Source: an optimization exercise on an open RTL-to-GDS flow (aim: small area and a short achievable clock period). Production flows keep margins and buffers that such runs may drop. RTL that was checked went through simulation tests only; none was proved equivalent to the original. The RTL of runs 2 and 3 was laid out without a check of its function.

## constraint.sdc

```tcl
create_clock -name core_clock -period 70.0 [get_ports {clk}]
set_input_delay 14.0000 -clock core_clock [delete_from_list [all_inputs] [get_ports {clk}]]
set_output_delay 14.0000 -clock core_clock [all_outputs]
set_load 0.01 [all_outputs]
```

## config.mk

```make
export PLATFORM = sky130hd
export DESIGN_NAME = scr_curve_thr
export DESIGN_NICKNAME = scr_curve_thr
export VERILOG_FILES = /design/flow/design.v
export SDC_FILE = /design/flow/constraint.sdc
export NUM_CORES = 4
export LEC_CHECK = 0
export ABC_CLOCK_PERIOD_IN_PS = 40000
export CAP_MARGIN = 20
export CORE_MARGIN = 2
export CORE_UTILIZATION = 40
export PLACE_DENSITY = 0.6
export SLEW_MARGIN = 20
export SYNTH_HIERARCHICAL = 1
export SYNTH_MINIMUM_KEEP_SIZE = 0
```

## design.v

```verilog
module scr_curve_thr (
    input             clk,
    input             rst,
    input             in_valid,
    input      [11:0] g,           
    input      [95:0] curve,       
    input      [55:0] thr,         
    input      [2:0]  nbnd,        
    input             off,         
    output reg        out_valid,
    output reg [11:0] v,
    output reg [2:0]  level
);
    wire [11:0] pa, pb, su;
    wire        dec, m0;
    scr_pick u_pick (.g(g), .curve(curve), .pa(pa), .pb(pb), .s(su), .dec(dec), .m0(m0));
    reg        s_valid;
    reg [11:0] s_pa, s_pb, s_s;
    reg        s_dec, s_m0;
    reg [55:0] s_thr;
    reg [2:0]  s_nbnd;
    reg        s_off;
    always @(posedge clk) begin
        if (rst) s_valid <= 1'b0;
        else     s_valid <= in_valid;
        s_pa   <= pa;
        s_pb   <= pb;
        s_s    <= su;
        s_dec  <= dec;
        s_m0   <= m0;
        s_thr  <= thr;
        s_nbnd <= nbnd;
        s_off  <= off;
    end
    reg  [11:0] w;
    integer i;
    always @(*)
        for (i = 0; i < 12; i = i + 1)
            w[i] = s_s[i] ^ (s_dec & ((s_s & ((12'd1 << i) - 12'd1)) == 12'd0)) ^ s_m0;
    wire pp0_0 = w[0] ? s_pb[0] : s_pa[0];
    wire pp0_1 = w[0] ? s_pb[1] : s_pa[1];
    wire pp0_2 = w[0] ? s_pb[2] : s_pa[2];
    wire pp0_3 = w[0] ? s_pb[3] : s_pa[3];
    wire pp0_4 = w[0] ? s_pb[4] : s_pa[4];
    wire pp0_5 = w[0] ? s_pb[5] : s_pa[5];
    wire pp0_6 = w[0] ? s_pb[6] : s_pa[6];
    wire pp0_7 = w[0] ? s_pb[7] : s_pa[7];
    wire pp0_8 = w[0] ? s_pb[8] : s_pa[8];
    wire pp0_9 = w[0] ? s_pb[9] : s_pa[9];
    wire pp0_10 = w[0] ? s_pb[10] : s_pa[10];
    wire pp0_11 = w[0] ? s_pb[11] : s_pa[11];
    wire pp1_0 = w[1] ? s_pb[0] : s_pa[0];
    wire pp1_1 = w[1] ? s_pb[1] : s_pa[1];
    wire pp1_2 = w[1] ? s_pb[2] : s_pa[2];
    wire pp1_3 = w[1] ? s_pb[3] : s_pa[3];
    wire pp1_4 = w[1] ? s_pb[4] : s_pa[4];
    wire pp1_5 = w[1] ? s_pb[5] : s_pa[5];
    wire pp1_6 = w[1] ? s_pb[6] : s_pa[6];
    wire pp1_7 = w[1] ? s_pb[7] : s_pa[7];
    wire pp1_8 = w[1] ? s_pb[8] : s_pa[8];
    wire pp1_9 = w[1] ? s_pb[9] : s_pa[9];
    wire pp1_10 = w[1] ? s_pb[10] : s_pa[10];
    wire pp1_11 = w[1] ? s_pb[11] : s_pa[11];
    wire pp2_0 = w[2] ? s_pb[0] : s_pa[0];
    wire pp2_1 = w[2] ? s_pb[1] : s_pa[1];
    wire pp2_2 = w[2] ? s_pb[2] : s_pa[2];
    wire pp2_3 = w[2] ? s_pb[3] : s_pa[3];
    wire pp2_4 = w[2] ? s_pb[4] : s_pa[4];
    wire pp2_5 = w[2] ? s_pb[5] : s_pa[5];
    wire pp2_6 = w[2] ? s_pb[6] : s_pa[6];
    wire pp2_7 = w[2] ? s_pb[7] : s_pa[7];
    wire pp2_8 = w[2] ? s_pb[8] : s_pa[8];
    wire pp2_9 = w[2] ? s_pb[9] : s_pa[9];
    wire pp2_10 = w[2] ? s_pb[10] : s_pa[10];
    wire pp2_11 = w[2] ? s_pb[11] : s_pa[11];
    wire pp3_0 = w[3] ? s_pb[0] : s_pa[0];
    wire pp3_1 = w[3] ? s_pb[1] : s_pa[1];
    wire pp3_2 = w[3] ? s_pb[2] : s_pa[2];
    wire pp3_3 = w[3] ? s_pb[3] : s_pa[3];
    wire pp3_4 = w[3] ? s_pb[4] : s_pa[4];
    wire pp3_5 = w[3] ? s_pb[5] : s_pa[5];
    wire pp3_6 = w[3] ? s_pb[6] : s_pa[6];
    wire pp3_7 = w[3] ? s_pb[7] : s_pa[7];
    wire pp3_8 = w[3] ? s_pb[8] : s_pa[8];
    wire pp3_9 = w[3] ? s_pb[9] : s_pa[9];
    wire pp3_10 = w[3] ? s_pb[10] : s_pa[10];
    wire pp3_11 = w[3] ? s_pb[11] : s_pa[11];
    wire pp4_0 = w[4] ? s_pb[0] : s_pa[0];
    wire pp4_1 = w[4] ? s_pb[1] : s_pa[1];
    wire pp4_2 = w[4] ? s_pb[2] : s_pa[2];
    wire pp4_3 = w[4] ? s_pb[3] : s_pa[3];
    wire pp4_4 = w[4] ? s_pb[4] : s_pa[4];
    wire pp4_5 = w[4] ? s_pb[5] : s_pa[5];
    wire pp4_6 = w[4] ? s_pb[6] : s_pa[6];
    wire pp4_7 = w[4] ? s_pb[7] : s_pa[7];
    wire pp4_8 = w[4] ? s_pb[8] : s_pa[8];
    wire pp4_9 = w[4] ? s_pb[9] : s_pa[9];
    wire pp4_10 = w[4] ? s_pb[10] : s_pa[10];
    wire pp4_11 = w[4] ? s_pb[11] : s_pa[11];
    wire pp5_0 = w[5] ? s_pb[0] : s_pa[0];
    wire pp5_1 = w[5] ? s_pb[1] : s_pa[1];
    wire pp5_2 = w[5] ? s_pb[2] : s_pa[2];
    wire pp5_3 = w[5] ? s_pb[3] : s_pa[3];
    wire pp5_4 = w[5] ? s_pb[4] : s_pa[4];
    wire pp5_5 = w[5] ? s_pb[5] : s_pa[5];
    wire pp5_6 = w[5] ? s_pb[6] : s_pa[6];
    wire pp5_7 = w[5] ? s_pb[7] : s_pa[7];
    wire pp5_8 = w[5] ? s_pb[8] : s_pa[8];
    wire pp5_9 = w[5] ? s_pb[9] : s_pa[9];
    wire pp5_10 = w[5] ? s_pb[10] : s_pa[10];
    wire pp5_11 = w[5] ? s_pb[11] : s_pa[11];
    wire pp6_0 = w[6] ? s_pb[0] : s_pa[0];
    wire pp6_1 = w[6] ? s_pb[1] : s_pa[1];
    wire pp6_2 = w[6] ? s_pb[2] : s_pa[2];
    wire pp6_3 = w[6] ? s_pb[3] : s_pa[3];
    wire pp6_4 = w[6] ? s_pb[4] : s_pa[4];
    wire pp6_5 = w[6] ? s_pb[5] : s_pa[5];
    wire pp6_6 = w[6] ? s_pb[6] : s_pa[6];
    wire pp6_7 = w[6] ? s_pb[7] : s_pa[7];
    wire pp6_8 = w[6] ? s_pb[8] : s_pa[8];
    wire pp6_9 = w[6] ? s_pb[9] : s_pa[9];
    wire pp6_10 = w[6] ? s_pb[10] : s_pa[10];
    wire pp6_11 = w[6] ? s_pb[11] : s_pa[11];
    wire pp7_0 = w[7] ? s_pb[0] : s_pa[0];
    wire pp7_1 = w[7] ? s_pb[1] : s_pa[1];
    wire pp7_2 = w[7] ? s_pb[2] : s_pa[2];
    wire pp7_3 = w[7] ? s_pb[3] : s_pa[3];
    wire pp7_4 = w[7] ? s_pb[4] : s_pa[4];
    wire pp7_5 = w[7] ? s_pb[5] : s_pa[5];
    wire pp7_6 = w[7] ? s_pb[6] : s_pa[6];
    wire pp7_7 = w[7] ? s_pb[7] : s_pa[7];
    wire pp7_8 = w[7] ? s_pb[8] : s_pa[8];
    wire pp7_9 = w[7] ? s_pb[9] : s_pa[9];
    wire pp7_10 = w[7] ? s_pb[10] : s_pa[10];
    wire pp7_11 = w[7] ? s_pb[11] : s_pa[11];
    wire pp8_0 = w[8] ? s_pb[0] : s_pa[0];
    wire pp8_1 = w[8] ? s_pb[1] : s_pa[1];
    wire pp8_2 = w[8] ? s_pb[2] : s_pa[2];
    wire pp8_3 = w[8] ? s_pb[3] : s_pa[3];
    wire pp8_4 = w[8] ? s_pb[4] : s_pa[4];
    wire pp8_5 = w[8] ? s_pb[5] : s_pa[5];
    wire pp8_6 = w[8] ? s_pb[6] : s_pa[6];
    wire pp8_7 = w[8] ? s_pb[7] : s_pa[7];
    wire pp8_8 = w[8] ? s_pb[8] : s_pa[8];
    wire pp8_9 = w[8] ? s_pb[9] : s_pa[9];
    wire pp8_10 = w[8] ? s_pb[10] : s_pa[10];
    wire pp8_11 = w[8] ? s_pb[11] : s_pa[11];
    wire pp9_0 = w[9] ? s_pb[0] : s_pa[0];
    wire pp9_1 = w[9] ? s_pb[1] : s_pa[1];
    wire pp9_2 = w[9] ? s_pb[2] : s_pa[2];
    wire pp9_3 = w[9] ? s_pb[3] : s_pa[3];
    wire pp9_4 = w[9] ? s_pb[4] : s_pa[4];
    wire pp9_5 = w[9] ? s_pb[5] : s_pa[5];
    wire pp9_6 = w[9] ? s_pb[6] : s_pa[6];
    wire pp9_7 = w[9] ? s_pb[7] : s_pa[7];
    wire pp9_8 = w[9] ? s_pb[8] : s_pa[8];
    wire pp9_9 = w[9] ? s_pb[9] : s_pa[9];
    wire pp9_10 = w[9] ? s_pb[10] : s_pa[10];
    wire pp9_11 = w[9] ? s_pb[11] : s_pa[11];
    wire pp10_0 = w[10] ? s_pb[0] : s_pa[0];
    wire pp10_1 = w[10] ? s_pb[1] : s_pa[1];
    wire pp10_2 = w[10] ? s_pb[2] : s_pa[2];
    wire pp10_3 = w[10] ? s_pb[3] : s_pa[3];
    wire pp10_4 = w[10] ? s_pb[4] : s_pa[4];
    wire pp10_5 = w[10] ? s_pb[5] : s_pa[5];
    wire pp10_6 = w[10] ? s_pb[6] : s_pa[6];
    wire pp10_7 = w[10] ? s_pb[7] : s_pa[7];
    wire pp10_8 = w[10] ? s_pb[8] : s_pa[8];
    wire pp10_9 = w[10] ? s_pb[9] : s_pa[9];
    wire pp10_10 = w[10] ? s_pb[10] : s_pa[10];
    wire pp10_11 = w[10] ? s_pb[11] : s_pa[11];
    wire pp11_0 = w[11] ? s_pb[0] : s_pa[0];
    wire pp11_1 = w[11] ? s_pb[1] : s_pa[1];
    wire pp11_2 = w[11] ? s_pb[2] : s_pa[2];
    wire pp11_3 = w[11] ? s_pb[3] : s_pa[3];
    wire pp11_4 = w[11] ? s_pb[4] : s_pa[4];
    wire pp11_5 = w[11] ? s_pb[5] : s_pa[5];
    wire pp11_6 = w[11] ? s_pb[6] : s_pa[6];
    wire pp11_7 = w[11] ? s_pb[7] : s_pa[7];
    wire pp11_8 = w[11] ? s_pb[8] : s_pa[8];
    wire pp11_9 = w[11] ? s_pb[9] : s_pa[9];
    wire pp11_10 = w[11] ? s_pb[10] : s_pa[10];
    wire pp11_11 = w[11] ? s_pb[11] : s_pa[11];
    wire s1 = 1'b1 ^ pp0_2 ^ pp1_1;
    wire c2 = (1'b1 & pp0_2) | (1'b1 & pp1_1) | (pp0_2 & pp1_1);
    wire s3 = 1'b1 ^ pp0_3 ^ pp1_2;
    wire c4 = (1'b1 & pp0_3) | (1'b1 & pp1_2) | (pp0_3 & pp1_2);
    wire s5 = pp2_1 ^ pp3_0 ^ c2;
    wire c6 = (pp2_1 & pp3_0) | (pp2_1 & c2) | (pp3_0 & c2);
    wire s7 = 1'b1 ^ pp0_4 ^ pp1_3;
    wire c8 = (1'b1 & pp0_4) | (1'b1 & pp1_3) | (pp0_4 & pp1_3);
    wire s9 = pp2_2 ^ pp3_1 ^ pp4_0;
    wire c10 = (pp2_2 & pp3_1) | (pp2_2 & pp4_0) | (pp3_1 & pp4_0);
    wire s11 = c4 ^ s7 ^ s9;
    wire c12 = (c4 & s7) | (c4 & s9) | (s7 & s9);
    wire s13 = 1'b1 ^ pp0_5 ^ pp1_4;
    wire c14 = (1'b1 & pp0_5) | (1'b1 & pp1_4) | (pp0_5 & pp1_4);
    wire s15 = pp2_3 ^ pp3_2 ^ pp4_1;
    wire c16 = (pp2_3 & pp3_2) | (pp2_3 & pp4_1) | (pp3_2 & pp4_1);
    wire s17 = pp5_0 ^ c10 ^ c8;
    wire c18 = (pp5_0 & c10) | (pp5_0 & c8) | (c10 & c8);
    wire s19 = s13 ^ s15 ^ c12;
    wire c20 = (s13 & s15) | (s13 & c12) | (s15 & c12);
    wire s21 = 1'b1 ^ pp0_6 ^ pp1_5;
    wire c22 = (1'b1 & pp0_6) | (1'b1 & pp1_5) | (pp0_6 & pp1_5);
    wire s23 = pp2_4 ^ pp3_3 ^ pp4_2;
    wire c24 = (pp2_4 & pp3_3) | (pp2_4 & pp4_2) | (pp3_3 & pp4_2);
    wire s25 = pp5_1 ^ pp6_0 ^ c14;
    wire c26 = (pp5_1 & pp6_0) | (pp5_1 & c14) | (pp6_0 & c14);
    wire s27 = c16 ^ s21 ^ s23;
    wire c28 = (c16 & s21) | (c16 & s23) | (s21 & s23);
    wire s29 = c18 ^ s25 ^ s27;
    wire c30 = (c18 & s25) | (c18 & s27) | (s25 & s27);
    wire s31 = 1'b1 ^ pp0_7 ^ pp1_6;
    wire c32 = (1'b1 & pp0_7) | (1'b1 & pp1_6) | (pp0_7 & pp1_6);
    wire s33 = pp2_5 ^ pp3_4 ^ pp4_3;
    wire c34 = (pp2_5 & pp3_4) | (pp2_5 & pp4_3) | (pp3_4 & pp4_3);
    wire s35 = pp5_2 ^ pp6_1 ^ pp7_0;
    wire c36 = (pp5_2 & pp6_1) | (pp5_2 & pp7_0) | (pp6_1 & pp7_0);
    wire s37 = c22 ^ c24 ^ s31;
    wire c38 = (c22 & c24) | (c22 & s31) | (c24 & s31);
    wire s39 = s33 ^ s35 ^ c26;
    wire c40 = (s33 & s35) | (s33 & c26) | (s35 & c26);
    wire s41 = c28 ^ s37 ^ s39;
    wire c42 = (c28 & s37) | (c28 & s39) | (s37 & s39);
    wire s43 = 1'b1 ^ pp0_8 ^ pp1_7;
    wire c44 = (1'b1 & pp0_8) | (1'b1 & pp1_7) | (pp0_8 & pp1_7);
    wire s45 = pp2_6 ^ pp3_5 ^ pp4_4;
    wire c46 = (pp2_6 & pp3_5) | (pp2_6 & pp4_4) | (pp3_5 & pp4_4);
    wire s47 = pp5_3 ^ pp6_2 ^ pp7_1;
    wire c48 = (pp5_3 & pp6_2) | (pp5_3 & pp7_1) | (pp6_2 & pp7_1);
    wire s49 = pp8_0 ^ c32 ^ c34;
    wire c50 = (pp8_0 & c32) | (pp8_0 & c34) | (c32 & c34);
    wire s51 = c36 ^ s43 ^ s45;
    wire c52 = (c36 & s43) | (c36 & s45) | (s43 & s45);
    wire s53 = s47 ^ c38 ^ s49;
    wire c54 = (s47 & c38) | (s47 & s49) | (c38 & s49);
    wire s55 = s51 ^ c40 ^ s53;
    wire c56 = (s51 & c40) | (s51 & s53) | (c40 & s53);
    wire s57 = 1'b1 ^ pp0_9 ^ pp1_8;
    wire c58 = (1'b1 & pp0_9) | (1'b1 & pp1_8) | (pp0_9 & pp1_8);
    wire s59 = pp2_7 ^ pp3_6 ^ pp4_5;
    wire c60 = (pp2_7 & pp3_6) | (pp2_7 & pp4_5) | (pp3_6 & pp4_5);
    wire s61 = pp5_4 ^ pp6_3 ^ pp7_2;
    wire c62 = (pp5_4 & pp6_3) | (pp5_4 & pp7_2) | (pp6_3 & pp7_2);
    wire s63 = pp8_1 ^ pp9_0 ^ c44;
    wire c64 = (pp8_1 & pp9_0) | (pp8_1 & c44) | (pp9_0 & c44);
    wire s65 = c46 ^ c48 ^ s57;
    wire c66 = (c46 & c48) | (c46 & s57) | (c48 & s57);
    wire s67 = s59 ^ s61 ^ c50;
    wire c68 = (s59 & s61) | (s59 & c50) | (s61 & c50);
    wire s69 = c52 ^ s63 ^ s65;
    wire c70 = (c52 & s63) | (c52 & s65) | (s63 & s65);
    wire s71 = s67 ^ c54 ^ s69;
    wire c72 = (s67 & c54) | (s67 & s69) | (c54 & s69);
    wire s73 = 1'b1 ^ pp0_10 ^ pp10_0;
    wire c74 = (1'b1 & pp0_10) | (1'b1 & pp10_0) | (pp0_10 & pp10_0);
    wire s75 = pp1_9 ^ pp2_8 ^ pp3_7;
    wire c76 = (pp1_9 & pp2_8) | (pp1_9 & pp3_7) | (pp2_8 & pp3_7);
    wire s77 = pp4_6 ^ pp5_5 ^ pp6_4;
    wire c78 = (pp4_6 & pp5_5) | (pp4_6 & pp6_4) | (pp5_5 & pp6_4);
    wire s79 = pp7_3 ^ pp8_2 ^ pp9_1;
    wire c80 = (pp7_3 & pp8_2) | (pp7_3 & pp9_1) | (pp8_2 & pp9_1);
    wire s81 = c58 ^ c60 ^ c62;
    wire c82 = (c58 & c60) | (c58 & c62) | (c60 & c62);
    wire s83 = s73 ^ s75 ^ s77;
    wire c84 = (s73 & s75) | (s73 & s77) | (s75 & s77);
    wire s85 = s79 ^ c64 ^ c66;
    wire c86 = (s79 & c64) | (s79 & c66) | (c64 & c66);
    wire s87 = s81 ^ s83 ^ c68;
    wire c88 = (s81 & s83) | (s81 & c68) | (s83 & c68);
    wire s89 = s85 ^ c70 ^ s87;
    wire c90 = (s85 & c70) | (s85 & s87) | (c70 & s87);
    wire s91 = pp0_11 ^ pp10_1 ^ pp11_0;
    wire c92 = (pp0_11 & pp10_1) | (pp0_11 & pp11_0) | (pp10_1 & pp11_0);
    wire s93 = pp1_10 ^ pp2_9 ^ pp3_8;
    wire c94 = (pp1_10 & pp2_9) | (pp1_10 & pp3_8) | (pp2_9 & pp3_8);
    wire s95 = pp4_7 ^ pp5_6 ^ pp6_5;
    wire c96 = (pp4_7 & pp5_6) | (pp4_7 & pp6_5) | (pp5_6 & pp6_5);
    wire s97 = pp7_4 ^ pp8_3 ^ pp9_2;
    wire c98 = (pp7_4 & pp8_3) | (pp7_4 & pp9_2) | (pp8_3 & pp9_2);
    wire s99 = c74 ^ c76 ^ c78;
    wire c100 = (c74 & c76) | (c74 & c78) | (c76 & c78);
    wire s101 = c80 ^ s91 ^ s93;
    wire c102 = (c80 & s91) | (c80 & s93) | (s91 & s93);
    wire s103 = s95 ^ s97 ^ c82;
    wire c104 = (s95 & s97) | (s95 & c82) | (s97 & c82);
    wire s105 = c84 ^ s99 ^ s101;
    wire c106 = (c84 & s99) | (c84 & s101) | (s99 & s101);
    wire s107 = s103 ^ c86 ^ s105;
    wire c108 = (s103 & c86) | (s103 & s105) | (c86 & s105);
    wire s109 = c88 ^ s107 ^ c90;
    wire c110 = (c88 & s107) | (c88 & c90) | (s107 & c90);
    wire s111 = pp10_2 ^ pp11_1 ^ pp1_11;
    wire c112 = (pp10_2 & pp11_1) | (pp10_2 & pp1_11) | (pp11_1 & pp1_11);
    wire s113 = pp2_10 ^ pp3_9 ^ pp4_8;
    wire c114 = (pp2_10 & pp3_9) | (pp2_10 & pp4_8) | (pp3_9 & pp4_8);
    wire s115 = pp5_7 ^ pp6_6 ^ pp7_5;
    wire c116 = (pp5_7 & pp6_6) | (pp5_7 & pp7_5) | (pp6_6 & pp7_5);
    wire s117 = pp8_4 ^ pp9_3 ^ c92;
    wire c118 = (pp8_4 & pp9_3) | (pp8_4 & c92) | (pp9_3 & c92);
    wire s119 = c94 ^ c96 ^ c98;
    wire c120 = (c94 & c96) | (c94 & c98) | (c96 & c98);
    wire s121 = s111 ^ s113 ^ s115;
    wire c122 = (s111 & s113) | (s111 & s115) | (s113 & s115);
    wire s123 = c100 ^ c102 ^ s117;
    wire c124 = (c100 & c102) | (c100 & s117) | (c102 & s117);
    wire s125 = s119 ^ s121 ^ c104;
    wire c126 = (s119 & s121) | (s119 & c104) | (s121 & c104);
    wire s127 = s123 ^ c106 ^ s125;
    wire c128 = (s123 & c106) | (s123 & s125) | (c106 & s125);
    wire s129 = c108 ^ s127 ^ c110;
    wire c130 = (c108 & s127) | (c108 & c110) | (s127 & c110);
    wire s131 = pp10_3 ^ pp11_2 ^ pp2_11;
    wire c132 = (pp10_3 & pp11_2) | (pp10_3 & pp2_11) | (pp11_2 & pp2_11);
    wire s133 = pp3_10 ^ pp4_9 ^ pp5_8;
    wire c134 = (pp3_10 & pp4_9) | (pp3_10 & pp5_8) | (pp4_9 & pp5_8);
    wire s135 = pp6_7 ^ pp7_6 ^ pp8_5;
    wire c136 = (pp6_7 & pp7_6) | (pp6_7 & pp8_5) | (pp7_6 & pp8_5);
    wire s137 = pp9_4 ^ c112 ^ c114;
    wire c138 = (pp9_4 & c112) | (pp9_4 & c114) | (c112 & c114);
    wire s139 = c116 ^ s131 ^ s133;
    wire c140 = (c116 & s131) | (c116 & s133) | (s131 & s133);
    wire s141 = s135 ^ c118 ^ c120;
    wire c142 = (s135 & c118) | (s135 & c120) | (c118 & c120);
    wire s143 = c122 ^ s137 ^ s139;
    wire c144 = (c122 & s137) | (c122 & s139) | (s137 & s139);
    wire s145 = s141 ^ c124 ^ s143;
    wire c146 = (s141 & c124) | (s141 & s143) | (c124 & s143);
    wire s147 = c126 ^ s145 ^ c128;
    wire c148 = (c126 & s145) | (c126 & c128) | (s145 & c128);
    wire s149 = pp10_4 ^ pp11_3 ^ pp3_11;
    wire c150 = (pp10_4 & pp11_3) | (pp10_4 & pp3_11) | (pp11_3 & pp3_11);
    wire s151 = pp4_10 ^ pp5_9 ^ pp6_8;
    wire c152 = (pp4_10 & pp5_9) | (pp4_10 & pp6_8) | (pp5_9 & pp6_8);
    wire s153 = pp7_7 ^ pp8_6 ^ pp9_5;
    wire c154 = (pp7_7 & pp8_6) | (pp7_7 & pp9_5) | (pp8_6 & pp9_5);
    wire s155 = c132 ^ c134 ^ c136;
    wire c156 = (c132 & c134) | (c132 & c136) | (c134 & c136);
    wire s157 = s149 ^ s151 ^ s153;
    wire c158 = (s149 & s151) | (s149 & s153) | (s151 & s153);
    wire s159 = c138 ^ c140 ^ s155;
    wire c160 = (c138 & c140) | (c138 & s155) | (c140 & s155);
    wire s161 = s157 ^ c142 ^ s159;
    wire c162 = (s157 & c142) | (s157 & s159) | (c142 & s159);
    wire s163 = c144 ^ c146 ^ s161;
    wire c164 = (c144 & c146) | (c144 & s161) | (c146 & s161);
    wire s165 = pp10_5 ^ pp11_4 ^ pp4_11;
    wire c166 = (pp10_5 & pp11_4) | (pp10_5 & pp4_11) | (pp11_4 & pp4_11);
    wire s167 = pp5_10 ^ pp6_9 ^ pp7_8;
    wire c168 = (pp5_10 & pp6_9) | (pp5_10 & pp7_8) | (pp6_9 & pp7_8);
    wire s169 = pp8_7 ^ pp9_6 ^ c150;
    wire c170 = (pp8_7 & pp9_6) | (pp8_7 & c150) | (pp9_6 & c150);
    wire s171 = c152 ^ c154 ^ s165;
    wire c172 = (c152 & c154) | (c152 & s165) | (c154 & s165);
    wire s173 = s167 ^ c156 ^ c158;
    wire c174 = (s167 & c156) | (s167 & c158) | (c156 & c158);
    wire s175 = s169 ^ s171 ^ c160;
    wire c176 = (s169 & s171) | (s169 & c160) | (s171 & c160);
    wire s177 = s173 ^ c162 ^ s175;
    wire c178 = (s173 & c162) | (s173 & s175) | (c162 & s175);
    wire s179 = pp10_6 ^ pp11_5 ^ pp5_11;
    wire c180 = (pp10_6 & pp11_5) | (pp10_6 & pp5_11) | (pp11_5 & pp5_11);
    wire s181 = pp6_10 ^ pp7_9 ^ pp8_8;
    wire c182 = (pp6_10 & pp7_9) | (pp6_10 & pp8_8) | (pp7_9 & pp8_8);
    wire s183 = pp9_7 ^ c166 ^ c168;
    wire c184 = (pp9_7 & c166) | (pp9_7 & c168) | (c166 & c168);
    wire s185 = s179 ^ s181 ^ c170;
    wire c186 = (s179 & s181) | (s179 & c170) | (s181 & c170);
    wire s187 = c172 ^ s183 ^ s185;
    wire c188 = (c172 & s183) | (c172 & s185) | (s183 & s185);
    wire s189 = c174 ^ c176 ^ s187;
    wire c190 = (c174 & c176) | (c174 & s187) | (c176 & s187);
    wire s191 = pp10_7 ^ pp11_6 ^ pp6_11;
    wire c192 = (pp10_7 & pp11_6) | (pp10_7 & pp6_11) | (pp11_6 & pp6_11);
    wire s193 = pp7_10 ^ pp8_9 ^ pp9_8;
    wire c194 = (pp7_10 & pp8_9) | (pp7_10 & pp9_8) | (pp8_9 & pp9_8);
    wire s195 = c180 ^ c182 ^ s191;
    wire c196 = (c180 & c182) | (c180 & s191) | (c182 & s191);
    wire s197 = s193 ^ c184 ^ s195;
    wire c198 = (s193 & c184) | (s193 & s195) | (c184 & s195);
    wire s199 = c186 ^ s197 ^ c188;
    wire c200 = (c186 & s197) | (c186 & c188) | (s197 & c188);
    wire s201 = pp10_8 ^ pp11_7 ^ pp7_11;
    wire c202 = (pp10_8 & pp11_7) | (pp10_8 & pp7_11) | (pp11_7 & pp7_11);
    wire s203 = pp8_10 ^ pp9_9 ^ c192;
    wire c204 = (pp8_10 & pp9_9) | (pp8_10 & c192) | (pp9_9 & c192);
    wire s205 = c194 ^ s201 ^ c196;
    wire c206 = (c194 & s201) | (c194 & c196) | (s201 & c196);
    wire s207 = s203 ^ s205 ^ c198;
    wire c208 = (s203 & s205) | (s203 & c198) | (s205 & c198);
    wire s209 = pp10_9 ^ pp11_8 ^ pp8_11;
    wire c210 = (pp10_9 & pp11_8) | (pp10_9 & pp8_11) | (pp11_8 & pp8_11);
    wire s211 = pp9_10 ^ c202 ^ s209;
    wire c212 = (pp9_10 & c202) | (pp9_10 & s209) | (c202 & s209);
    wire s213 = c204 ^ s211 ^ c206;
    wire c214 = (c204 & s211) | (c204 & c206) | (s211 & c206);
    wire s215 = pp10_10 ^ pp11_9 ^ pp9_11;
    wire c216 = (pp10_10 & pp11_9) | (pp10_10 & pp9_11) | (pp11_9 & pp9_11);
    wire s217 = c210 ^ s215 ^ c212;
    wire c218 = (c210 & s215) | (c210 & c212) | (s215 & c212);
    wire s219 = pp10_11 ^ pp11_10 ^ c216;
    wire c220 = (pp10_11 & pp11_10) | (pp10_11 & c216) | (pp11_10 & c216);
    wire [23:0] q;
    wire s221 = 1'b1 ^ pp0_0;
    wire c222 = 1'b1 & pp0_0;
    assign q[0] = s221;
    wire s223 = pp0_1 ^ pp1_0 ^ c222;
    wire c224 = (pp0_1 & pp1_0) | (pp0_1 & c222) | (pp1_0 & c222);
    assign q[1] = s223;
    wire s225 = pp2_0 ^ s1 ^ c224;
    wire c226 = (pp2_0 & s1) | (pp2_0 & c224) | (s1 & c224);
    assign q[2] = s225;
    wire s227 = s3 ^ s5 ^ c226;
    wire c228 = (s3 & s5) | (s3 & c226) | (s5 & c226);
    assign q[3] = s227;
    wire s229 = c6 ^ s11 ^ c228;
    wire c230 = (c6 & s11) | (c6 & c228) | (s11 & c228);
    assign q[4] = s229;
    wire s231 = s17 ^ s19 ^ c230;
    wire c232 = (s17 & s19) | (s17 & c230) | (s19 & c230);
    assign q[5] = s231;
    wire s233 = c20 ^ s29 ^ c232;
    wire c234 = (c20 & s29) | (c20 & c232) | (s29 & c232);
    assign q[6] = s233;
    wire s235 = c30 ^ s41 ^ c234;
    wire c236 = (c30 & s41) | (c30 & c234) | (s41 & c234);
    assign q[7] = s235;
    wire s237 = c42 ^ s55 ^ c236;
    wire c238 = (c42 & s55) | (c42 & c236) | (s55 & c236);
    assign q[8] = s237;
    wire s239 = c56 ^ s71 ^ c238;
    wire c240 = (c56 & s71) | (c56 & c238) | (s71 & c238);
    assign q[9] = s239;
    wire s241 = c72 ^ s89 ^ c240;
    wire c242 = (c72 & s89) | (c72 & c240) | (s89 & c240);
    assign q[10] = s241;
    wire s243 = s109 ^ c242;
    wire c244 = s109 & c242;
    assign q[11] = s243;
    wire s245 = s129 ^ c244;
    wire c246 = s129 & c244;
    assign q[12] = s245;
    wire s247 = s147 ^ c130 ^ c246;
    wire c248 = (s147 & c130) | (s147 & c246) | (c130 & c246);
    assign q[13] = s247;
    wire s249 = s163 ^ c148 ^ c248;
    wire c250 = (s163 & c148) | (s163 & c248) | (c148 & c248);
    assign q[14] = s249;
    wire s251 = c164 ^ s177 ^ c250;
    wire c252 = (c164 & s177) | (c164 & c250) | (s177 & c250);
    assign q[15] = s251;
    wire s253 = c178 ^ s189 ^ c252;
    wire c254 = (c178 & s189) | (c178 & c252) | (s189 & c252);
    assign q[16] = s253;
    wire s255 = c190 ^ s199 ^ c254;
    wire c256 = (c190 & s199) | (c190 & c254) | (s199 & c254);
    assign q[17] = s255;
    wire s257 = s207 ^ c200 ^ c256;
    wire c258 = (s207 & c200) | (s207 & c256) | (c200 & c256);
    assign q[18] = s257;
    wire s259 = c208 ^ s213 ^ c258;
    wire c260 = (c208 & s213) | (c208 & c258) | (s213 & c258);
    assign q[19] = s259;
    wire s261 = s217 ^ c214 ^ c260;
    wire c262 = (s217 & c214) | (s217 & c260) | (c214 & c260);
    assign q[20] = s261;
    wire s263 = s219 ^ c218 ^ c262;
    wire c264 = (s219 & c218) | (s219 & c262) | (c218 & c262);
    assign q[21] = s263;
    wire s265 = pp11_11 ^ c220 ^ c264;
    wire c266 = (pp11_11 & c220) | (pp11_11 & c264) | (c220 & c264);
    assign q[22] = s265;
    assign q[23] = c266;
    wire [11:0] qa = q[23:12];
    wire [11:0] qb = q[11:0];
    reg  [11:0] v_c;
    reg         k;
    always @(*) begin
        k = 1'b0;
        for (i = 0; i < 12; i = i + 1)
            k = (qa[i] & qb[i]) | (qa[i] & k) | (qb[i] & k);
        for (i = 0; i < 12; i = i + 1)
            v_c[i] = qa[i] ^ (k & ((qa & ((12'd1 << i) - 12'd1)) == ((12'd1 << i) - 12'd1)));
    end
    reg  [6:0] hit;
    reg  [8:0] tb;
    reg        gt;
    integer b, j;
    always @(*) begin
        for (b = 0; b < 7; b = b + 1) begin
            tb = {s_thr[8 * b +: 8], 1'b0};
            gt = 1'b0;
            for (j = 0; j < 9; j = j + 1)
                gt = (v_c[3 + j] & ~tb[j]) | ((v_c[3 + j] | ~tb[j]) & gt);
            hit[b] = gt & (b + 1 <= s_nbnd) & ~s_off;
        end
    end
    wire h1s = hit[0] ^ hit[1] ^ hit[2];
    wire h1c = (hit[0] & hit[1]) | (hit[0] & hit[2]) | (hit[1] & hit[2]);
    wire h2s = hit[3] ^ hit[4] ^ hit[5];
    wire h2c = (hit[3] & hit[4]) | (hit[3] & hit[5]) | (hit[4] & hit[5]);
    wire h3s = h1s ^ h2s ^ hit[6];
    wire h3c = (h1s & h2s) | (h1s & hit[6]) | (h2s & hit[6]);
    wire h4s = h1c ^ h2c ^ h3c;
    wire h4c = (h1c & h2c) | (h1c & h3c) | (h2c & h3c);
    wire [2:0] cnt = {h4c, h4s, h3s};
    always @(posedge clk) begin
        if (rst) out_valid <= 1'b0;
        else     out_valid <= s_valid;
        v     <= v_c;
        level <= cnt;
    end
endmodule
module scr_pick (
    input      [11:0] g,
    input      [95:0] curve,
    output     [11:0] pa,
    output     [11:0] pb,
    output     [11:0] s,
    output            dec,
    output            m0
);
    wire [2:0]  g3 = g[11:9];
    wire [12:0] d  = {1'b0, g[8:0], g3} - {1'b0, g};
    wire        lt = d[12];
    integer i;
    assign      dec = lt | (&g);                   
    reg  [3:0]  ea0, ea1, ob0, ob1;                
    always @(*) begin
        case (g3)
            3'd0:    begin ea0 = 4'b0001; ea1 = 4'b0001; ob0 = 4'b0001; ob1 = 4'b0001; end
            3'd1:    begin ea0 = 4'b0010; ea1 = 4'b0001; ob0 = 4'b0001; ob1 = 4'b0001; end
            3'd2:    begin ea0 = 4'b0010; ea1 = 4'b0010; ob0 = 4'b0010; ob1 = 4'b0001; end
            3'd3:    begin ea0 = 4'b0100; ea1 = 4'b0010; ob0 = 4'b0010; ob1 = 4'b0010; end
            3'd4:    begin ea0 = 4'b0100; ea1 = 4'b0100; ob0 = 4'b0100; ob1 = 4'b0010; end
            3'd5:    begin ea0 = 4'b1000; ea1 = 4'b0100; ob0 = 4'b0100; ob1 = 4'b0100; end
            3'd6:    begin ea0 = 4'b1000; ea1 = 4'b1000; ob0 = 4'b1000; ob1 = 4'b0100; end
            default: begin ea0 = 4'b1000; ea1 = 4'b1000; ob0 = 4'b1000; ob1 = 4'b1000; end
        endcase
    end
    wire [3:0]  ea = lt ? ea1 : ea0;
    wire [3:0]  ob = lt ? ob1 : ob0;
    assign pa = ({12{ea[0]}} & curve[11:0])  | ({12{ea[1]}} & curve[35:24])
              | ({12{ea[2]}} & curve[59:48]) | ({12{ea[3]}} & curve[83:72]);
    assign pb = ({12{ob[0]}} & curve[23:12]) | ({12{ob[1]}} & curve[47:36])
              | ({12{ob[2]}} & curve[71:60]) | ({12{ob[3]}} & curve[95:84]);
    assign s  = d[11:0];
    assign m0 = g[9] ^ dec;
endmodule
```

## run.sh

```bash
#!/bin/bash
# synth_recipe.tcl (not shown) runs the flow's synth.tcl, then flattens the netlist and writes it again
# the make line also repeats each setting of config.mk as NAME=value (left out here)
make -C /OpenROAD-flow-scripts/flow DESIGN_CONFIG=/design/flow/config.mk WORK_HOME=/design/flow/orfs CLKGATE_MAP_FILE= SYNTH_SCRIPT=/design/flow/synth_recipe.tcl finish
```

==> flow_summary.ini, run 1 <==
[drt]
postRouteAntennaNets = 0
via_count = 8398
drc = 0
drt_iter0_drc = 499
firstDrtPassIters = 5
totalWireLength_um = 29700
viasPerCell = 5.33
avgRoutedWirePerCell_um = 18.9

[clock_network]
cts-resized-gates = 0
cts_max_path_buffers = 2
clkSinkCount = 115
clkTransAtPathRegs_ns = 0.06
cts_buffers = 17
post_cts_buffers = 0
htree_levels = 4
cts-root-buf = clkbuf_16
clk-insertion-delay-late_ns = 0.42
cts_tree = built
hold_buffers = 0

[global_routing]
antenna_found_initial = 0
grt_overflow = 0
track_usage = 0.217
grt_pass1_wl_um = 47400
grt_max_degree = 31
grt_pass1_vias = 8758

[synthesis]
synth-compound-area-share = 0.145
yosysWarnings = 8
synthMuxAreaShare = 0.166
synth_ff_type = dfxtp_1
synthAdderAreaFrac = 0.273
syn_area_sq_um = 10600
syn_avg_cell_area_sq_um = 9.88
synth_edf_count = 0
async_reset_ff_frac = 0
ys_ff_latch = 115
synth-xor-area-share = 0.0340
syn_inst = 1070
synth_top_family_by_area = adder cells
synthSimpleGateAreaFrac = 0.0790
synth_nets = 1392
seq_area_frac_synth = 0.218
synthDistinctLibCells = 72

[setup_path]
arrival_ns = 17.85
required_ns = 70.31
cp_top_family = compound AO/OA/AOI/OAI gates
crit_buf_inv = 2
crit_path_end_kind = register
crit_path_max_fanout = 25
crit_type = in -> reg
r2r_start = s_dec
max_stage_delay_ns = 1.03
path_cells = clkdlybuf4s50_1, inv_1, fa_1, nand2b_1, a21oi_1, o21a_4, a21o_1, a221oi_1, o32ai_1
startpoint_type = input pin
cp_slowest_cell = clkdlybuf4s50_1
reg2reg_setup_slack_ns = 55.75
r2r_cells = 48
r2r_end = level[1]

[floorplanning]
io_pins = 187
start_util = 0.407
num_rows = 59
die_area_sq_um = 27700
dieWidth_um = 167
core_sq_um = 26000
dieHeight_um = 167

[finish]
final_common_cell = clkdlybuf4s50_1
layout_common_cells = clkdlybuf4s50_1 (186), inv_1 (165), fa_1 (126), dfxtp_1 (115), mux2i_1 (112)
synthToLayoutAreaGrowth_pct = 26.0
regArea_sq_um = 2300
multi_input_area_sq_um = 7360
drive_above_1_share = 0.102
diodes = 0
fill_cells = 2407
nets = 1549
fin_util = 0.512

[timing]
finalCritPeriodShare = 0.251
setup_viol_count_final = 0
hold_viol = 0
fin_crit_ns = 17.54
rsz0062_at_grt = no
whs_ns = 0.440
fmax_mhz = 57.0
slew_viol_final = 0
fin_worst_skew_ns = 0.0125
worstMarginPinSlew_ns = 1.14
setup_tns_ns = 0
slew_headroom = 0.240

[worst_hold_path]
hp-start = s_valid
hold-path-endpoint = out_valid
hold_path_depth = 1
holdCritPathClass = reg -> reg

[placed_design]
dpl.hpwl_um = 23200
routabilityCongestion = 0.838
port_buffers = 186

[run]
drv_cap = 0

[status]
status = timing/DRC/antenna clean
==> per-module statistics from Yosys (local to each module, per instance) <==
module,area [sq um],cells inside,copies in the design
scr_curve_thr,8860,831,1
scr_pick,1710,239,1
==> layout make-up <==
cell class                      instances  share of cell area
Multi-Input combinational cell        723               0.553
Sequential cell                       115               0.173
Timing Repair Buffer                  203               0.149
Inverter                              167              0.0471
Clock buffer                           18              0.0330
Tap cell                              335              0.0315
Clock inverter                         14              0.0133
==> sequential cells by signal (all words and copies together), names as in the netlist, 3 cells and up <==
signal and cells:
level 3, s_nbnd 3, s_pa 12, s_pb 12, s_s 12, s_thr 56, v 12
==> Yosys cell counts, types with 14 or more instances <==
cell type / count / area (sq um)
inv_1: 165 / 619
nand2b_1: 14 / 87.6
nor2_1: 29 / 109
nor3_1: 38 / 190
a21oi_1: 24 / 120
o21ai_0: 22 / 110
xnor2_1: 36 / 315
mux2i_1: 112 / 1120
dfxtp_1: 115 / 2300
fa_1: 126 / 2520
ha_1: 25 / 313
mux2_2: 56 / 631
clkbuf_1: 51 / 191
nand2_1: 49 / 184
==> per-layer routing <==
layer  up-vias  routed length [um]  GRT usage
met5         -                   0          0
met4         0                 401     0.0570
met3        29                2000     0.0413
met2       325               14000      0.363
met1      4059               13400      0.288
li1       3985                   -          -
==> metrics by stage <==
step                      cell area [sq um]  std cells  setup WS (ns)
after floorplan                       10600       1070          53.67
after global placement                12700       1543          52.20
after detailed placement              12700       1543          52.05
after CTS                             13300       1575          52.49
after global routing                  13300       1575          52.21
final                                 13300       1575          52.46
==> worst max-delay path by stage <==
stage | startpoint | to | slack (ns) | cells after the start
2_1_floorplan | g[10] | s_pb[10] | 53.67 | 10
3_3_place_gp | g[10] | s_pb[10] | 52.20 | 9
3_5_place_dp | g[10] | s_pb[0] | 52.05 | 9
4_1_cts | g[10] | s_pb[0] | 52.49 | 9
5_1_grt | g[10] | s_pb[0] | 52.21 | 9
6_report | g[10] | s_pb[0] | 52.46 | 9
==> logic make-up after synthesis <==
kind of cell / after synthesis
simple gates: 170
buf+inv: 232
mux: 168
xor+xnor: 41
compound gates: 188
fa+ha+maj: 156
flops: 115
==> inputs of run 2 (changes only) <==
==> design.v (replaced) <==
module scr_curve_thr (
    input             clk,
    input             rst,
    input             in_valid,
    input      [11:0] g,           
    input      [95:0] curve,       
    input      [55:0] thr,         
    input      [2:0]  nbnd,        
    input             off,         
    output reg        out_valid,
    output reg [11:0] v,
    output reg [2:0]  level
);
    wire [11:0] m_raw = g / 12'd585;
    wire [2:0]  m     = (m_raw > 12'd6) ? 3'd6 : m_raw[2:0];
    wire [11:0] base  = m * 12'd585;
    wire [11:0] f12   = g - base;                      
    wire [9:0]  f     = f12[9:0];
    wire [11:0] y0 = curve[m * 12 +: 12];
    wire [11:0] y1 = curve[m * 12 + 12 +: 12];
    wire signed [12:0] dy   = $signed({1'b0, y1}) - $signed({1'b0, y0});
    wire signed [24:0] num  = dy * $signed({1'b0, f}) + 25'sd292;
    wire        [24:0] mag  = num[24] ? -num : num;
    wire        [24:0] qmag = (mag + (num[24] ? 25'd584 : 25'd0)) / 25'd585;
    wire signed [24:0] q    = num[24] ? -$signed(qmag) : $signed(qmag);
    wire signed [24:0] vv   = $signed({13'd0, y0}) + q;
    wire        [11:0] v_c  = vv[24] ? 12'd0 : ((vv > 25'sd4095) ? 12'd4095 : vv[11:0]);
    reg  [2:0]  cnt;
    integer     b;
    always @(*) begin
        cnt = 3'd0;
        for (b = 1; b <= 7; b = b + 1)
            if (b <= nbnd && {1'b0, v_c} >= {1'b0, thr[b * 8 - 1 -: 8], 4'd8})
                cnt = cnt + 3'd1;
    end
    always @(posedge clk) begin
        if (rst) begin
            out_valid <= 1'b0;
        end else begin
            out_valid <= in_valid;
        end
        v     <= v_c;
        level <= off ? 3'd0 : cnt;
    end
endmodule
--- a/config.mk
+++ b/config.mk
@@ -11,5 +11,3 @@
 export CORE_UTILIZATION = 40
 export PLACE_DENSITY = 0.6
 export SLEW_MARGIN = 20
-export SYNTH_HIERARCHICAL = 1
-export SYNTH_MINIMUM_KEEP_SIZE = 0
==> flow_summary.ini, run 2 <==
[setup_path]
crit_path_max_fanout = 92
startpoint_type = input pin
max_stage_delay_ns = 0.87
crit_type = in -> reg
required_ns = 70.21
crit_path_end_kind = register
crit_top_cell = a21oi_1
arrival_ns = 59.67
cp_slowest_cell = o211ai_1

[timing]
setup_viol_count_final = 0
slew_viol_final = 0
slew_headroom = 0.277
finalCritPeriodShare = 0.849
setup_tns_ns = 0
rsz0062_at_grt = no
fin_crit_ns = 59.46
worstMarginPinSlew_ns = 1.08
fmax_mhz = 16.8
hold_viol = 0

[finish]
regMostFlops = v
fill_cells = 5353
diodes = 0
nets = 3434
final_common_cell = inv_1
regArea_sq_um = 320
fin_util = 0.454
reg_top3 = v x12, level x3, out_valid x1
largest_reg_flops = 12
final_area_sq_um = 23400
layout_common_cells = inv_1 (330), nand2_1 (242), nor2_1 (231), a21oi_1 (193), clkdlybuf4s50_1 (186)
multi_input_area_sq_um = 18900
synthToLayoutAreaGrowth_pct = 11.7
instances_no_fill = 3638
drive_above_1_share = 0.0659

[drt]
avgRoutedWirePerCell_um = 19.0
totalWireLength_um = 69000
via_count = 21763
firstDrtPassIters = 6
drt_iter0_drc = 1620
drc = 0
viasPerCell = 5.98
postRouteAntennaNets = 0

[floorplanning]
start_util = 0.407
num_rows = 83
die_area_sq_um = 54200
core_sq_um = 51500
dieHeight_um = 233
io_pins = 187
dieWidth_um = 233

[global_routing]
track_usage = 0.248
grt_max_degree = 93
grt_pass1_wl_um = 112000
use_met2 = 0.439
antenna_found_initial = 0
grt_overflow = 0
grt_pass1_vias = 21152
met1_usage = 0.333
grtUsageMet3 = 0.0136
busiest_layer = met2

[clock_network]
hold_buffers = 0
cts_buffers = 3
htree_levels = 1
cts_max_path_buffers = 2
clkTransAtPathRegs_ns = 0.06
cts_tree = built
cts-root-buf = clkbuf_16
post_cts_buffers = 0
cts-resized-gates = 0
clkSinkCount = 16

[worst_hold_path]
hold-path-endpoint = out_valid
hp-start = rst
holdCritPathClass = in -> reg
hold_path_depth = 2

[synthesis]
synthDistinctLibCells = 147
yosysWarnings = 1
syn_avg_cell_area_sq_um = 7.37
synth_edf_count = 0
synth_common_cells = inv_1 (330), nand2_1 (242), nor2_1 (232)
seq_area_frac_synth = 0.0153
ys_ff_latch = 16
synth_ff_type = dfxtp_1
netlist.area_leader.share = 0.124
yosys.area.top_type = fa_1
synth_most_common_cell = inv_1
ys_top_cells_by_area = fa_1 (12%), ha_1 (10%), inv_1 (5.9%)
synth_nets = 3316
syn_inst = 2841
async_reset_ff_frac = 0
syn_area_sq_um = 20900

[placed_design]
routabilityCongestion = 0.924
dp.cells = 3634
dpl.hpwl_um = 57300
port_buffers = 186
postPlaceCellArea_sq_um = 23300

[status]
status = timing/DRC/antenna clean

[run]
drv_cap = 0
-- run 2: changes by cell type after synthesis, moves of 40 or more --
cell and delta:
mux2_2 -43, nand2_1 +193, o21ai_0 +102, a211oi_1 +44, ha_1 +149, a21oi_1 +170
a21o_1 +40, nand3_1 +64, nor2_1 +203, and2_1 +42, dfxtp_1 -99, inv_1 +165
xnor2_1 +96
-- run 2: worst max-delay path by stage --
stage	from	endpoint	slack (ns)	cells past startpoint
after global routing	g[4]	level[2]	6.97	175
after CTS	g[4]	level[2]	11.05	169
after detailed placement	g[4]	level[2]	10.93	169
final	g[4]	level[2]	10.54	169
after global placement	g[4]	level[2]	11.57	172
after floorplan	g[4]	level[2]	18.81	186
-- run 2: cell type report --
class                           count  area share
Multi-Input combinational cell   2404       0.808
Timing Repair Buffer              203      0.0850
Inverter                          331      0.0531
Tap cell                          680      0.0364
Sequential cell                    16      0.0137
Clock buffer                        4     0.00380
-- run 2: critical path: cells and delay by family --
kind            cells  cell delay [ns]
compound gates     84            23.54
mux                 5             1.74
xor+xnor            5             1.15
fa+ha+maj          18             6.70
buf+inv            18             4.46
simple gates       39             7.99
-- run 2: metal layers --
metal  up-vias  part of all wire
met2       646              0.48
met5         -                 0
li1      10450                 -
met4         0             0.019
met1     10585              0.46
met3        82             0.046
-- run 2: metrics by stage --
stage | worst slack, ns | hold WS, ns
after floorplan | 18.81 | 14.07
after global placement | 11.57 | 14.54
after detailed placement | 10.93 | 14.54
after CTS | 11.05 | 14.28
after global routing | 6.97 | 14.30
final | 10.54 | 14.28
-- run 2: logic make-up (layout without fill, tap and decap cells) --
family / after synthesis / in the layout / share of synthesized area
AND/OR/NAND/NOR: 914 / 914 / 0.217
AO/OA/AOI/OAI: 873 / 873 / 0.304
buffers and inverters: 421 / 538 / 0.0860
adder cells (fa/ha/maj): 319 / 319 / 0.235
XOR/XNOR: 190 / 190 / 0.0872
multiplexers: 108 / 108 / 0.0545
flip-flops: 16 / 16 / 0.0153
==> inputs of run 3 (changes only) <==
==> design.v (replaced) <==
module scr_curve_thr (
    input             clk,
    input             rst,
    input             in_valid,
    input      [11:0] g,           
    input      [95:0] curve,       
    input      [55:0] thr,         
    input      [2:0]  nbnd,        
    input             off,         
    output reg        out_valid,
    output reg [11:0] v,
    output reg [2:0]  level
);
    reg        s_valid;
    reg [11:0] s_g;
    reg [95:0] s_curve;
    reg [55:0] s_thr;
    reg [2:0]  s_nbnd;
    reg        s_off;
    always @(posedge clk) begin
        if (rst) s_valid <= 1'b0;
        else     s_valid <= in_valid;
        s_g     <= g;
        s_curve <= curve;
        s_thr   <= thr;
        s_nbnd  <= nbnd;
        s_off   <= off;
    end
    wire [2:0]  g3   = s_g[11:9];
    wire        lt   = s_g[8:0] < {g3, g3, g3};
    wire        cap  = &s_g;                           
    wire        dec  = lt | cap;
    wire [2:0]  m    = g3 - {2'b00, dec};
    wire [11:0] u    = {s_g[8:0], g3} + ~s_g + {11'd0, ~dec};
    wire [11:0] yp [0:7];
    genvar k;
    generate
        for (k = 0; k < 8; k = k + 1) begin : pts
            assign yp[k] = s_curve[12 * k +: 12];
        end
    endgenerate
    wire [1:0]  mh   = m[2:1];
    wire [1:0]  mh1  = mh + {1'b0, m[0]};
    wire [11:0] e0   = yp[{mh, 1'b0}];
    wire [11:0] o0   = yp[{mh, 1'b1}];
    wire [11:0] e1   = yp[{mh1, 1'b0}];
    wire [11:0] y0   = m[0] ? o0 : e0;
    wire [11:0] y1   = m[0] ? e1 : o0;
    reg  [23:0] q;
    integer i;
    always @(*) begin
        q = 24'd2044;
        for (i = 0; i < 12; i = i + 1)
            q = q + ({12'd0, (u[i] ? y1 : y0)} << i);
    end
    wire [11:0] qa   = q[23:12];
    wire [11:0] qb   = q[11:0];
    wire [12:0] ab   = {1'b0, qa} + {1'b0, qb} + 13'd1;
    wire [11:0] v_c  = qa + {11'd0, ab[12]};
    reg  [2:0]  cnt;
    integer b;
    always @(*) begin
        cnt = 3'd0;
        for (b = 1; b <= 7; b = b + 1)
            if (b <= s_nbnd && v_c[11:3] > {s_thr[b * 8 - 1 -: 8], 1'b0})
                cnt = cnt + 3'd1;
    end
    always @(posedge clk) begin
        if (rst) out_valid <= 1'b0;
        else     out_valid <= s_valid;
        v     <= v_c;
        level <= s_off ? 3'd0 : cnt;
    end
endmodule
==> flow_summary.ini, run 3 <==
[status]
status = timing/DRC/antenna clean

[setup_path]
cp_slowest_cell = mux2i_1
crit_path_max_fanout = 15
r2r_cells = 71
crit_path_end_kind = register
arrival_ns = 18.29
crit_top_cell = ha_1
crit_start = s_g[1]
startpoint_type = register
r2r_start = s_g[1]
crit_type = reg -> reg
required_ns = 70.34
max_stage_delay_ns = 0.80

[worst_hold_path]
holdCritPathClass = reg -> reg
hp-start = s_valid
hold_path_depth = 1

[synthesis]
yosysWarnings = 1
synth_common_cells = dfxtp_1 (185), inv_1 (173), ha_1 (154)
synthDistinctLibCells = 82
async_reset_ff_frac = 0
syn_area_sq_um = 13300
synth_ff_type = dfxtp_1
synth_edf_count = 0
synth_most_common_cell = dfxtp_1
syn_inst = 1185
seq_area_frac_synth = 0.278
netlist.area_leader.share = 0.278
syn_avg_cell_area_sq_um = 11.3
yosys.area.top_type = dfxtp_1
synth_nets = 1614
ys_top_cells_by_area = dfxtp_1 (28%), fa_1 (16%), ha_1 (14%)
ys_ff_latch = 185

[timing]
fin_crit_ns = 17.95
setup_viol_count_final = 0
rsz0062_at_grt = no
slew_headroom = 0.294
worstMarginPinSlew_ns = 1.03
slew_viol_final = 0
setup_tns_ns = 0
fmax_mhz = 55.7
fin_worst_skew_ns = 0.00975
hold_viol = 0
finalCritPeriodShare = 0.256

[drt]
viasPerCell = 5.05
drt_iter0_drc = 375
totalWireLength_um = 31900
avgRoutedWirePerCell_um = 17.5
postRouteAntennaNets = 0
drc = 0
firstDrtPassIters = 5
via_count = 9215

[global_routing]
grt_overflow = 0
grt_pass1_wl_um = 52100
grtUsageMet3 = 0.0352
track_usage = 0.190
met1_usage = 0.248
use_met2 = 0.324
grt_max_degree = 26
antenna_found_initial = 0
busiest_layer = met2
grt_pass1_vias = 9773

[finish]
final_common_cell = clkdlybuf4s50_1
layout_common_cells = clkdlybuf4s50_1 (186), dfxtp_1 (185), inv_1 (173), ha_1 (154), fa_1 (104)
diodes = 0
regMostFlops = s_curve
reg_top3 = s_curve x96, s_thr x56
nets = 1800
synthToLayoutAreaGrowth_pct = 23.0
drive_above_1_share = 0.150
largest_reg_flops = 96
instances_no_fill = 1826

[placed_design]
dpl.hpwl_um = 25700
port_buffers = 186
routabilityCongestion = 0.829
dp.cells = 1792

[floorplanning]
core_sq_um = 32700
num_rows = 66
dieWidth_um = 187
io_pins = 187
start_util = 0.408
dieHeight_um = 187
die_area_sq_um = 34800

[clock_network]
clkTransAtPathRegs_ns = 0.07
cts_buffers = 17
clkSinkCount = 185
cts-root-buf = clkbuf_16
htree_levels = 4
cts-resized-gates = 0
clk-insertion-delay-late_ns = 0.45
cts_max_path_buffers = 2
post_cts_buffers = 0
cts_tree = built
hold_buffers = 0

[run]
drv_cap = 0
==> run 3: changes by cell type in the layout (fill, tap and decap cells not counted), sizes merged, moves of 46 or more <==
cell    before  now
nor2       234   30
xnor2      139   25
inv        330  179
nor3        64   11
and2        51    5
dfxtp       16  185
o21ai      160   32
a21oi      203   29
a211oi      55    6
nand3       69    4
nand2      242   13
==> run 3: through the flow <==
step,hold slack (ns),instance area (sq um),util,worst slack (ns)
final,0.442,16400,0.502,52.05
after global routing,0.457,16400,0.502,50.83
after CTS,0.445,16400,0.501,51.73
after detailed placement,0.429,15800,0.483,51.80
after global placement,0.425,15800,0.483,52.08
after floorplan,0.414,13300,-,53.51
==> run 3: logic make-up (layout without fill, tap and decap cells) <==
family / count (synthesis) / in the layout / synth area share
flops: 185 / 185 / 0.278
simple gates: 134 / 134 / 0.0589
compound gates: 139 / 139 / 0.0734
xor+xnor: 38 / 38 / 0.0296
mux: 209 / 209 / 0.197
buf+inv: 221 / 420 / 0.0627
fa+ha+maj: 259 / 259 / 0.301
==> run 3: per-layer routing <==
layer | vias up | wire (um) | share of wire
li1 | 4471 | - | -
met5 | - | 0 | 0
met2 | 180 | 16000 | 0.50
met3 | 20 | 1190 | 0.037
met4 | 0 | 355 | 0.011
met1 | 4544 | 14400 | 0.45
==> run 3: final cells by class <==
cell class                      instances  area, sq um
Timing Repair Buffer                  213         2070
Inverter                              175          662
Clock buffer                           19          453
Clock inverter                         13          113
Fill cell                            3011        16300
Multi-Input combinational cell        779         8860
Tap cell                              442          553
Sequential cell                       185         3700
==> run 3: final timing paths <==
kind                    end  slack [ns]
hold reg to reg   out_valid        0.44
hold / removal    out_valid        0.44
setup reg to reg   level[2]       52.05
setup / recovery   level[2]       52.05
==> run 3: critical path: cells and delay by family (launching register included) <==
family	cells	cell delay, ns
DFF	1	0.39
xor gates and xnor gates	5	1.39
muxes	5	2.17
and+or+nand+nor	16	3.04
AOI/OAI and AO/OA	18	3.47
adders and majority gates	17	6.14
buffers and inverters	10	1.26

==> afterwards: timing with drivers on the ports <==
Ports are ideal in the flow. The routed layouts listed here were re-timed in OpenROAD. Step 1 sets driving cells, clkbuf_16 on the clock port and buf_2 on the other inputs (assumed; they add their load-dependent delay and slew). Step 2, shift: input delay + t, output delay - t, t = (earliest + latest rising clock arrival at the registers) / 2. This alone moves slack from input paths to output paths. Slacks: ideal ports / drivers / drivers and shift; pairs: ideal ports / drivers.
run | t (ns) | setup slack, ns | hold slack, ns | worst setup path after step 2
run 1 | 0.466 | 52.458 / 52.484 / 52.018 | 0.440 / 0.440 / 0.440 | input to register
run 2 | 0.295 | 10.542 / 10.546 / 10.251 | 14.277 / 14.294 / 14.589 | input to register
run 3 | 0.490 | 52.048 / 52.048 / 52.048 | 0.442 / 0.442 / 0.442 | register to register
After both steps setup and hold are still met in every run listed. The setup slack of run 1, which loses most, moves by +0.026 ns with the drivers and by -0.440 ns with both steps.
